From an optimization exercise on the open Yosys and OpenROAD flow, aimed at small area, a short achievable clock period and few clock cycles per item; shortcuts taken in it are not production practice. Function was checked by simulation only, so behaviour that the tests miss may differ from the original.

== v11 ==
Design g96_mixer, start of the top module:
module g96_mixer (
    input  wire         clk,
    input  wire         rst,           
    input  wire         in_valid,
    output wire         in_ready,
    input  wire [63:0]  in_key,
    input  wire [31:0]  in_stream,
    input  wire [7:0]   in_purpose,
    input  wire [63:0]  in_pos,
    input  wire         in_quick,
    output wire         out_valid,
    input  wire         out_ready,
    output wire [127:0] out_block
);
    localparam [31:0] KINC0 = 32'hA5C31E6B;
    localparam [31:0] KINC1 = 32'h7F4A9D27;
    reg [31:0]  x1, x3;            
    reg [31:0]  a0, a2;            
    reg [31:0]  k0, k1;            
    reg [63:0]  ob;                
    reg         ofull;             
    reg         run;               
    reg         acc;               
    reg         first;             
    reg [3:0]   left;              
    wire last = (left == 4'd1);
    wire hold = ofull && !out_ready;           
    wire load = !run || last || hold;
    assign in_ready  = run && !acc && !ofull && !last;
    assign out_valid = ofull;
    assign out_block = {x3, ob[63:32], x1, ob[31:0]};
    wire accept = in_valid && in_ready;
    wire finish = run && last && acc;          
    wire [31:0] y1 = first ? in_pos[63:32] : x1;
    wire [31:0] y3 = first ? {in_purpose, 24'd0} : x3;
    wire m0_1 = a0[29] ^ ~a0[27];
    wire m0_2 = a0[29] & ~a0[27];
    wire m0_3 = a0[30] ^ ~a0[28] ^ ~a0[26];
    wire m0_4 = (a0[30] & ~a0[28]) | (a0[30] & ~a0[26]) | (~a0[28] & ~a0[26]);
    wire m0_5 = a0[31] ^ ~a0[29] ^ ~a0[27];
    wire m0_6 = (a0[31] & ~a0[29]) | (a0[31] & ~a0[27]) | (~a0[29] & ~a0[27]);
    wire m0_7 = a0[19] ^ ~a0[17];
    wire m0_8 = a0[19] & ~a0[17];
    wire m0_9 = a0[20] ^ ~a0[18] ^ ~a0[16];
    wire m0_10 = (a0[20] & ~a0[18]) | (a0[20] & ~a0[16]) | (~a0[18] & ~a0[16]);
    wire m0_11 = a0[21] ^ ~a0[19] ^ ~a0[17];
    wire m0_12 = (a0[21] & ~a0[19]) | (a0[21] & ~a0[17]) | (~a0[19] & ~a0[17]);
    wire m0_13 = a0[15] ^ ~a0[13];
    wire m0_14 = a0[15] & ~a0[13];
    wire m0_15 = a0[22] ^ ~a0[20] ^ ~a0[18];
    wire m0_16 = (a0[22] & ~a0[20]) | (a0[22] & ~a0[18]) | (~a0[20] & ~a0[18]);
    wire m0_17 = a0[16] ^ ~a0[14] ^ ~a0[12];
  ...
For scale: about 3,200 cells after synthesis, roughly 300 I/O pins, about 26,000 µm² of cells after synthesis.
export LEC_CHECK = 0
export ABC_AREA = 1
export CAP_MARGIN = 20
export CORE_MARGIN = 2
export CORE_UTILIZATION = 50
export CTS_BUF_LIST = sky130_fd_sc_hd__clkbuf_4 sky130_fd_sc_hd__clkbuf_8
export SLEW_MARGIN = 20
create_clock -name core_clock -period 20.0 [get_ports {clk}]
standard.sh (not shown) runs the stock make flow with config.mk's settings and CLKGATE_MAP_FILE= SYNTH_SCRIPT=/design/flow/synth_recipe.tcl, a recipe that flattens the netlist after the stock synthesis.
==> flow/flow/run.sh <==
#!/bin/bash
# The standard layout, with the port buffers made of the smallest buffer
# (buf_1) instead of the one buffer_ports picks by default, and timing
# repair asked to leave setup slack to spare at the design's clock.
set -euo pipefail
export BUFFER_PORTS_ARGS="-buffer_cell sky130_fd_sc_hd__buf_1"
export SETUP_SLACK_MARGIN=12.5
bash standard.sh > standard_make.log 2>&1
v11 reached the end of the flow, and the finished layout is clean on the timing, design-rule and antenna checks.
Testbench counts of v11, summed over its fixed seeds: cycles 72,392, items 8,000.
Here is what was changed in the inputs of v21 compared with v11.
- ABC_AREA removed (was 1)
-- flow/flow/run.sh --
<<< v11, line 7
export SETUP_SLACK_MARGIN=12.5
>>> v21, line 7
export SETUP_SLACK_MARGIN=13.2
Results
Die width (higher): v11
As far as count of flip-flops with a built-in enable after synthesis goes, v11 and v21 are indistinguishable; the numbers are identical.
In the metrics for v21 and v11, the one carrying the higher number of clock buffers inserted by TritonCTS is v21.
Compared with v11, v21 shows a global-route total usage across every layer that is 1.9 points higher.
Worst setup timing slack at the placement stage, v21 and v11: smaller value in v11
Relative to v11, v21 improves fmax.
Via count (v21 over v11): decrease, 2,147
When v21 is set beside v11, its proportion of cell area occupied by multi-input gates turns out to be 1.4 points larger.
Comparing average detailed-routed wire length per instance for v21 and v11, the smaller number came from v11.
For v2, these inputs were changed with respect to v21:
- putting CTS_CLUSTER_DIAMETER at 50 where nothing was set
- putting CTS_CLUSTER_SIZE at 16 where nothing was set
- swapping sky130_fd_sc_hd__clkbuf_4 sky130_fd_sc_hd__clkbuf_8 for sky130_fd_sc_hd__clkbuf_8 in CTS_BUF_LIST
-- flow/flow/run.sh --
<<< v21, line 7
export SETUP_SLACK_MARGIN=13.2
>>> v2, line 7
export SETUP_SLACK_MARGIN=12.5
Results
- [compare] base=v21 new=v2: clock skew saw a decrease; clock latency on the worst-skew pair saw a decrease; final period utilization saw an increase.
- In v2 the wire length of the first global-routing pass turned out about 7% lower than in v21.
- In v2 the largest fanout of any net on the critical path turned out 2 higher than in v21.
- Of v2 and v21, it is v2 that has the lower area added between synthesis and finish.
- Looking only at cell area, and setting everything else aside, the lower value of v21 and v2 goes to v2.
- Delta(count of non-CTS buffers in the layout, v2 - v21) < 0
The following lists how v36 was set up differently from v2:
- removing CTS_CLUSTER_DIAMETER (formerly 50)
- changing CTS_BUF_LIST from sky130_fd_sc_hd__clkbuf_8 to sky130_fd_sc_hd__clkbuf_4 sky130_fd_sc_hd__clkbuf_8
- removing CTS_CLUSTER_SIZE (formerly 16)
-- flow/flow/run.sh --
<<< v2, line 7
export SETUP_SLACK_MARGIN=12.5
>>> v36, line 7
export SETUP_SLACK_MARGIN=14
Findings:
- Going from v2 to v36, global-route usage picked up an extra 2.1 points; setup slack increased by 0.36 ns relative to the old numbers.
- Critical path depth: v2 and v36 compared, lower one is v36
- Diff v2 -> v36: routed length on met1 now sits higher; post-layout minimum cycle time went down.
- Delta (v36 minus v2): aggregate routed wire length higher; number of optimization iterations in the first detailed-route pass picked up an extra 3; final worst-path cycle share down 1.8 points; estimated wirelength of the detail-placed design shrank by about 0.44%.
### v36 -> v59
-- flow/flow/run.sh --
<<< v36, line 7
export SETUP_SLACK_MARGIN=14
>>> v59, line 7
export SETUP_SLACK_MARGIN=12.5
### Flow results
Changes observed in v59 relative to v36: number of clock buffers inserted by TritonCTS went down 7.8%, cell area after technology mapping about even, via count shows a reduction of about 4.3%.
Largest stage delay on the critical path for v59: 0.09 ns up relative to v36
Maximum fanout count along the critical path is higher on v59
Between v59 and v36, the pin count of the biggest net entering global routing is higher for v59.
Compared with v36, v59 shows post-route standard cell area excluding fillers that has gone down by more than 10%.
Compared v59 vs v36, and minimum setup slack in the final design is down in v59.
[v59] transition time at the pin with the least slew margin rose 0.0055 ns relative to v36

-- re-timing with driven ports --
How much do the figures lean on ideal ports? The routed layouts below were timed once more, with nothing changed but the port constraints. Step 1 sets driving cells, clkbuf_16 on the clock port and buf_2 on the other inputs (assumed; they add their load-dependent delay and slew). Step 2, shift: input delay + t, output delay - t, t = (earliest + latest rising clock arrival at the registers) / 2. This alone moves slack from input paths to output paths. Slacks: ideal ports / drivers / drivers and shift; pairs: ideal ports / drivers.
| run | t, ns | slack for setup (ns) | worst setup path at the end | worst register clock-pin slew, ns | worst slew at a driven data input, ns |
|---|---|---|---|---|---|
| v11 | 0.693 | 12.790 / 12.790 / 12.271 | input to register | 0.07 / 0.07 | 0.09 |
| v21 | 0.711 | 12.814 / 12.814 / 12.274 | input to register | 0.09 / 0.09 | 0.06 |
| v2 | 0.695 | 12.649 / 12.649 / 12.132 | input to register | 0.10 / 0.10 | 0.05 |
| v36 | 0.710 | 13.009 / 13.009 / 13.009 | register to register | 0.07 / 0.07 | 0.10 |
| v59 | 0.636 | 12.660 / 12.660 / 12.137 | input to register | 0.07 / 0.07 | 0.05 |
After both steps every run listed still meets setup and hold. The setup slack of v21, which loses most, moves by 0.000 ns with the drivers and by -0.540 ns with both steps.
